This is an optimization exercise on Yosys and OpenROAD, whose aim is small area, a short achievable clock period and few clock cycles per item, not a production implementation.
RTL that was checked went through simulation tests only; none was proved equivalent to the original.

Setup of run a:
==> flow/design.v <==
module sha256_engine (
    input  wire         clk,
    input  wire         rst,
    input  wire         in_valid,
    output wire         in_ready,
    input  wire         first,
    input  wire [511:0] block,       
    output reg          out_valid,
    output wire [255:0] digest       
);
    localparam [255:0] IV = {32'h6a09e667, 32'hbb67ae85, 32'h3c6ef372, 32'ha54ff53a,
                             32'h510e527f, 32'h9b05688c, 32'h1f83d9ab, 32'h5be0cd19};
    localparam [2047:0] KR = {
        32'h71374491, 32'hb5c0fbcf, 32'he9b5dba5, 32'h3956c25b, 32'h59f111f1, 32'h923f82a4, 32'hab1c5ed5, 32'hd807aa98,
        32'h12835b01, 32'h243185be, 32'h550c7dc3, 32'h72be5d74, 32'h80deb1fe, 32'h9bdc06a7, 32'hc19bf174, 32'he49b69c1,
        32'hefbe4786, 32'h0fc19dc6, 32'h240ca1cc, 32'h2de92c6f, 32'h4a7484aa, 32'h5cb0a9dc, 32'h76f988da, 32'h983e5152,
        32'ha831c66d, 32'hb00327c8, 32'hbf597fc7, 32'hc6e00bf3, 32'hd5a79147, 32'h06ca6351, 32'h14292967, 32'h27b70a85,
        32'h2e1b2138, 32'h4d2c6dfc, 32'h53380d13, 32'h650a7354, 32'h766a0abb, 32'h81c2c92e, 32'h92722c85, 32'ha2bfe8a1,
        32'ha81a664b, 32'hc24b8b70, 32'hc76c51a3, 32'hd192e819, 32'hd6990624, 32'hf40e3585, 32'h106aa070, 32'h19a4c116,
        32'h1e376c08, 32'h2748774c, 32'h34b0bcb5, 32'h391c0cb3, 32'h4ed8aa4a, 32'h5b9cca4f, 32'h682e6ff3, 32'h748f82ee,
        32'h78a5636f, 32'h84c87814, 32'h8cc70208, 32'h90befffa, 32'ha4506ceb, 32'hbef9a3f7, 32'hc67178f2, 32'h428a2f98};
    function [31:0] rotr;
        input [31:0] x;
        input integer n;
        rotr = (x >> n) | (x << (32 - n));
    endfunction
    function [31:0] maj3;
        input [31:0] x, y, z;
        maj3 = (x & y) | (x & z) | (y & z);
    endfunction
    function [31:0] add32;
        input [31:0] x, y;
        reg   [31:0] gg, pp, gn, pn;
        integer i, k;
        begin
            gg = x & y;
            pp = x ^ y;
            for (k = 1; k < 32; k = k * 2) begin
                gn = gg;
                pn = pp;
                for (i = k; i < 32; i = i + 1) begin
                    gn[i] = gg[i] | (pp[i] & gg[i-k]);
                    pn[i] = pp[i] & pp[i-k];
                end
                gg = gn;
                pp = pn;
            end
            add32 = x ^ y ^ {gg[30:0], 1'b0};
        end
    endfunction
    function [31:0] add32s;
        input [31:0] x, y;
        reg   [31:0] gg, pp;
        integer i, k;
        begin
            gg = x & y;
            pp = x ^ y;
            for (k = 1; k < 32; k = k * 2)
                for (i = 2*k - 1; i < 32; i = i + 2*k) begin
                    gg[i] = gg[i] | (pp[i] & gg[i-k]);
                    pp[i] = pp[i] & pp[i-k];
                end
            for (k = 8; k >= 1; k = k / 2)
                for (i = 3*k - 1; i < 32; i = i + 2*k) begin
                    gg[i] = gg[i] | (pp[i] & gg[i-k]);
                    pp[i] = pp[i] & pp[i-k];
                end
            add32s = x ^ y ^ {gg[30:0], 1'b0};
        end
    endfunction
    function [63:0] csa;
        input [31:0] x, y, z;
        csa = {maj3(x, y, z) << 1, x ^ y ^ z};
    endfunction
    reg          busy;                 
    reg          prep;                 
    reg          pend;                 
    reg          fq;                   
    reg          hiv;                  
    reg          f0;                   
    reg          liv_q, xfer_q;        
    reg          ivc;                  
    reg          rdy;
    reg  [5:0]   r;                    
    reg          f61, f62, f63;        
    reg  [255:0] h_q;                  
    reg  [31:0]  a, b, c, d, e, f, g, h;
    reg  [31:0]  x_q;                  
    reg  [31:0]  w [0:15];             
    assign in_ready = rdy;
    assign digest   = h_q;
    wire idle = ~busy & ~prep;
    wire r62  = f62;
    wire last = f63;
    wire [255:0] hs = h_q;
    wire [31:0] H0 = hs[255:224], H1 = hs[223:192], H2 = hs[191:160], H3 = hs[159:128];
    wire [31:0] H4 = hs[127:96],  H5 = hs[95:64],   H6 = hs[63:32],   H7 = hs[31:0];
    wire [31:0] s1   = rotr(e, 6) ^ rotr(e, 11) ^ rotr(e, 25);
    wire [31:0] ch   = (e & f) | (~e & g);
    wire [31:0] s0   = rotr(a, 2) ^ rotr(a, 13) ^ rotr(a, 22);
    wire [31:0] mj   = maj3(a, b, c);
    wire [31:0] z0   = last ? hs[255:224] : 32'd0;
    wire [31:0] z4   = last ? hs[127:96]  : 32'd0;
    wire [63:0] p1   = csa(x_q, s1, ch);                 
    wire [63:0] p2   = csa(s0, mj, z0);                  
    wire [63:0] p3   = csa(p1[31:0], p1[63:32], p2[31:0]);
    wire [63:0] p4   = csa(p3[31:0], p3[63:32], p2[63:32]);
    wire [31:0] a_n  = add32(p4[31:0], p4[63:32]);
    wire [63:0] q1   = csa(p1[31:0], p1[63:32], d);      
    wire [63:0] q2   = csa(q1[31:0], q1[63:32], z4);
    wire [31:0] e_n  = add32(q2[31:0], q2[63:32]);
    wire        r61 = f61;
    wire [31:0] ha  = r61 ? H3 : (r62 ? H2 : H1);
    wire [31:0] he  = r61 ? H7 : (r62 ? H6 : H5);
    wire [31:0] za  = add32s(a, ha);
    wire [31:0] ze  = add32s(e, he);
    wire        xfer    = xfer_q;      
    wire        load_iv = liv_q;       
    wire [31:0] a_in = load_iv ? IV[255:224] : (prep ? h_q[255:224] : a_n);
    wire [31:0] b_in = load_iv ? IV[223:192] : (prep ? h_q[223:192] : (last ? za : a));
    wire [31:0] c_in = load_iv ? IV[191:160] : (xfer ? h_q[191:160] : b);
    wire [31:0] d_in = load_iv ? IV[159:128] : (xfer ? h_q[159:128] : c);
    wire [31:0] e_in = load_iv ? IV[127:96]  : (prep ? h_q[127:96]  : e_n);
    wire [31:0] f_in = load_iv ? IV[95:64]   : (prep ? h_q[95:64]   : (last ? ze : e));
    wire [31:0] g_in = load_iv ? IV[63:32]   : (xfer ? h_q[63:32]   : f);
    wire [31:0] h_in = load_iv ? IV[31:0]    : (xfer ? h_q[31:0]    : g);
    wire [31:0] kn  = KR[2047 - 32*r -: 32];
    wire [63:0] x1  = csa(kn, w[0], h_in);
    wire [31:0] x_n = add32(x1[31:0], x1[63:32]);
    wire [31:0] ss0   = rotr(w[1], 7) ^ rotr(w[1], 18) ^ (w[1] >> 3);
    wire [31:0] ss1   = rotr(w[14], 17) ^ rotr(w[14], 19) ^ (w[14] >> 10);
    wire [63:0] m1    = csa(w[0], w[9], ss0);
    wire [63:0] m2    = csa(m1[31:0], m1[63:32], ss1);
    wire [31:0] w_new = add32(m2[31:0], m2[63:32]);
    wire wload  = idle | r62;
    integer i;
    always @(posedge clk) begin
        for (i = 0; i < 15; i = i + 1)
            w[i] <= wload ? block[511 - 32*i -: 32] : w[i+1];
        w[15] <= wload ? block[31:0] : w_new;
        x_q <= x_n;
        {a, b, c, d, e, f, g, h} <= {a_in, b_in, c_in, d_in, e_in, f_in, g_in, h_in};
        if ((prep & (fq | ivc)) | (f0 & hiv))
            h_q <= IV;
        if (r61) begin
            h_q[159:128] <= za;
            h_q[31:0]    <= ze;
        end
        if (r62) begin
            h_q[191:160] <= za;
            h_q[63:32]   <= ze;
        end
        if (last) begin
            h_q[255:224] <= a_n;
            h_q[223:192] <= za;
            h_q[127:96]  <= e_n;
            h_q[95:64]   <= ze;
        end
        if (rst) begin
            busy      <= 1'b0;
            prep      <= 1'b0;
            pend      <= 1'b0;
            ivc       <= 1'b1;
            rdy       <= 1'b1;
            r         <= 6'd62;
            f0        <= 1'b0;
            liv_q     <= 1'b0;
            xfer_q    <= 1'b0;
            f61       <= 1'b0;
            f62       <= 1'b0;
            f63       <= 1'b0;
            out_valid <= 1'b0;
        end else begin
            out_valid <= last;
            f0  <= prep | (last & pend);
            liv_q  <= in_valid & ((idle & (first | ivc)) | (r62 & first));
            xfer_q <= (idle & in_valid) | r62;
            f61 <= busy & (r == 6'd60);
            f62 <= f61;
            f63 <= f62;
            if (idle) begin
                if (in_valid) begin
                    prep <= 1'b1;
                    fq   <= first;
                    rdy  <= 1'b0;
                    r    <= 6'd63;
                end
            end
            if (prep) begin
                prep <= 1'b0;
                busy <= 1'b1;
                r    <= 6'd0;
                hiv  <= fq | ivc;
                ivc  <= 1'b0;
            end
            if (busy) begin
                r   <= r + 6'd1;
                rdy <= f61;
                if (r62 & in_valid) begin
                    pend <= 1'b1;
                    fq   <= first;
                end
                if (last) begin
                    pend <= 1'b0;
                    hiv  <= fq;
                    if (!pend) begin
                        busy <= 1'b0;
                        r    <= 6'd62;
                        rdy  <= 1'b1;
                    end
                end
            end
        end
    end
endmodule
clock: 10.0 ns
lec_check: 0
cap_margin: 20
core_margin: 2
core_utilization: 40
cts_cluster_diameter: 60
cts_cluster_size: 30
setup_slack_margin: 5
slew_margin: 20
standard.sh (not shown) runs the stock make flow with config.mk's settings and CLKGATE_MAP_FILE= SYNTH_SCRIPT=/design/flow/synth_recipe.tcl, a recipe that flattens the netlist after the stock synthesis.
==> flow/flow/run.sh <==
#!/bin/bash
# The standard layout, with port buffers of the smallest buffer cell.
# Each tool's output is in orfs/logs; make's in standard.log.
set -euo pipefail
export BUFFER_PORTS_ARGS="-buffer_cell sky130_fd_sc_hd__buf_1"
bash standard.sh > standard.log 2>&1
Input-level comparison between run b and run a:
--- a/flow/design.v
+++ b/flow/design.v
@@ -9,18 +9,18 @@
     output wire [255:0] digest       
 );
     localparam [255:0] IV = {32'h6a09e667, 32'hbb67ae85, 32'h3c6ef372, 32'ha54ff53a,
                              32'h510e527f, 32'h9b05688c, 32'h1f83d9ab, 32'h5be0cd19};
     localparam [2047:0] KR = {
-        32'h71374491, 32'hb5c0fbcf, 32'he9b5dba5, 32'h3956c25b, 32'h59f111f1, 32'h923f82a4, 32'hab1c5ed5, 32'hd807aa98,
-        32'h12835b01, 32'h243185be, 32'h550c7dc3, 32'h72be5d74, 32'h80deb1fe, 32'h9bdc06a7, 32'hc19bf174, 32'he49b69c1,
-        32'hefbe4786, 32'h0fc19dc6, 32'h240ca1cc, 32'h2de92c6f, 32'h4a7484aa, 32'h5cb0a9dc, 32'h76f988da, 32'h983e5152,
-        32'ha831c66d, 32'hb00327c8, 32'hbf597fc7, 32'hc6e00bf3, 32'hd5a79147, 32'h06ca6351, 32'h14292967, 32'h27b70a85,
-        32'h2e1b2138, 32'h4d2c6dfc, 32'h53380d13, 32'h650a7354, 32'h766a0abb, 32'h81c2c92e, 32'h92722c85, 32'ha2bfe8a1,
-        32'ha81a664b, 32'hc24b8b70, 32'hc76c51a3, 32'hd192e819, 32'hd6990624, 32'hf40e3585, 32'h106aa070, 32'h19a4c116,
-        32'h1e376c08, 32'h2748774c, 32'h34b0bcb5, 32'h391c0cb3, 32'h4ed8aa4a, 32'h5b9cca4f, 32'h682e6ff3, 32'h748f82ee,
-        32'h78a5636f, 32'h84c87814, 32'h8cc70208, 32'h90befffa, 32'ha4506ceb, 32'hbef9a3f7, 32'hc67178f2, 32'h428a2f98};
+        32'hb5c0fbcf, 32'he9b5dba5, 32'h3956c25b, 32'h59f111f1, 32'h923f82a4, 32'hab1c5ed5, 32'hd807aa98, 32'h12835b01,
+        32'h243185be, 32'h550c7dc3, 32'h72be5d74, 32'h80deb1fe, 32'h9bdc06a7, 32'hc19bf174, 32'he49b69c1, 32'hefbe4786,
+        32'h0fc19dc6, 32'h240ca1cc, 32'h2de92c6f, 32'h4a7484aa, 32'h5cb0a9dc, 32'h76f988da, 32'h983e5152, 32'ha831c66d,
+        32'hb00327c8, 32'hbf597fc7, 32'hc6e00bf3, 32'hd5a79147, 32'h06ca6351, 32'h14292967, 32'h27b70a85, 32'h2e1b2138,
+        32'h4d2c6dfc, 32'h53380d13, 32'h650a7354, 32'h766a0abb, 32'h81c2c92e, 32'h92722c85, 32'ha2bfe8a1, 32'ha81a664b,
+        32'hc24b8b70, 32'hc76c51a3, 32'hd192e819, 32'hd6990624, 32'hf40e3585, 32'h106aa070, 32'h19a4c116, 32'h1e376c08,
+        32'h2748774c, 32'h34b0bcb5, 32'h391c0cb3, 32'h4ed8aa4a, 32'h5b9cca4f, 32'h682e6ff3, 32'h748f82ee, 32'h78a5636f,
+        32'h84c87814, 32'h8cc70208, 32'h90befffa, 32'ha4506ceb, 32'hbef9a3f7, 32'hc67178f2, 32'h428a2f98, 32'h71374491};
     function [31:0] rotr;
         input [31:0] x;
         input integer n;
         rotr = (x >> n) | (x << (32 - n));
     endfunction
@@ -81,10 +81,11 @@
     reg          liv_q, xfer_q;        
     reg          ivc;                  
     reg          rdy;
     reg  [5:0]   r;                    
     reg          f61, f62, f63;        
+    reg  [31:0]  k_q;                  
     reg  [255:0] h_q;                  
     reg  [31:0]  a, b, c, d, e, f, g, h;
     reg  [31:0]  x_q;                  
     reg  [31:0]  w [0:15];             
     assign in_ready = rdy;
@@ -122,12 +123,11 @@
     wire [31:0] d_in = load_iv ? IV[159:128] : (xfer ? h_q[159:128] : c);
     wire [31:0] e_in = load_iv ? IV[127:96]  : (prep ? h_q[127:96]  : e_n);
     wire [31:0] f_in = load_iv ? IV[95:64]   : (prep ? h_q[95:64]   : (last ? ze : e));
     wire [31:0] g_in = load_iv ? IV[63:32]   : (xfer ? h_q[63:32]   : f);
     wire [31:0] h_in = load_iv ? IV[31:0]    : (xfer ? h_q[31:0]    : g);
-    wire [31:0] kn  = KR[2047 - 32*r -: 32];
-    wire [63:0] x1  = csa(kn, w[0], h_in);
+    wire [63:0] x1  = csa(k_q, w[0], h_in);
     wire [31:0] x_n = add32(x1[31:0], x1[63:32]);
     wire [31:0] ss0   = rotr(w[1], 7) ^ rotr(w[1], 18) ^ (w[1] >> 3);
     wire [31:0] ss1   = rotr(w[14], 17) ^ rotr(w[14], 19) ^ (w[14] >> 10);
     wire [63:0] m1    = csa(w[0], w[9], ss0);
     wire [63:0] m2    = csa(m1[31:0], m1[63:32], ss1);
@@ -137,10 +137,11 @@
     always @(posedge clk) begin
         for (i = 0; i < 15; i = i + 1)
             w[i] <= wload ? block[511 - 32*i -: 32] : w[i+1];
         w[15] <= wload ? block[31:0] : w_new;
         x_q <= x_n;
+        k_q <= KR[2047 - 32*r -: 32];
         {a, b, c, d, e, f, g, h} <= {a_in, b_in, c_in, d_in, e_in, f_in, g_in, h_in};
         if ((prep & (fq | ivc)) | (f0 & hiv))
             h_q <= IV;
         if (r61) begin
             h_q[159:128] <= za;
Results
r[1] as the worst setup path startpoint was reported by run a, and a[15] by run b.
Die area (higher): run b
From run a to run b the numbers moved as follows: shortest period the worst path allows climbed 18 ps; count of unique library cells instantiated by Yosys shows a reduction of 3; routed wire length about even; count of pins on the block boundary held.
The portion of the post-synthesis area used by sequential elements in run b sits 0.57 points above the value recorded for run a.
Relative to run a, the global-route usage of run b is lower by 0.70 points.
Highest metal layer with signal wires = met4: run a; highest metal layer with signal wires = met5: run b
For the slack of the worst reg-to-reg path, run b came in 20 ps lower than run a did.
Testbench counts of run b, summed over its fixed seeds: cycles 81,944, blocks 1,280.
Only the layout flow was run in run a; the RTL was not checked for function there.

[re-timing with driven ports]
No port has a modelled driver above. Below, the same layouts with a new extraction and two added sets of constraints.
Step 1 assumes that a clkbuf_16 drives the clock port and a buf_2 every other input.
Step 2 also shifts input and output timing later by t, the mid clock arrival at the registers, as if the neighbouring blocks saw the same clock.
a / b / c = ideal / step 1 / step 2; a / b = the first two.
run | shift t [ns] | setup WS [ns] | latest minus earliest clock arrival (ns) | slew at the worst register clock pin (ns) | worst data-port slew with drivers (ns)
run a | 0.816 | 4.957 / 4.957 / 4.957 | 0.059 / 0.060 | 0.09 / 0.09 | 0.07
run b | 0.828 | 4.939 / 4.939 / 4.939 | 0.059 / 0.058 | 0.09 / 0.09 | 0.13
After both steps setup and hold are still met in every run listed.
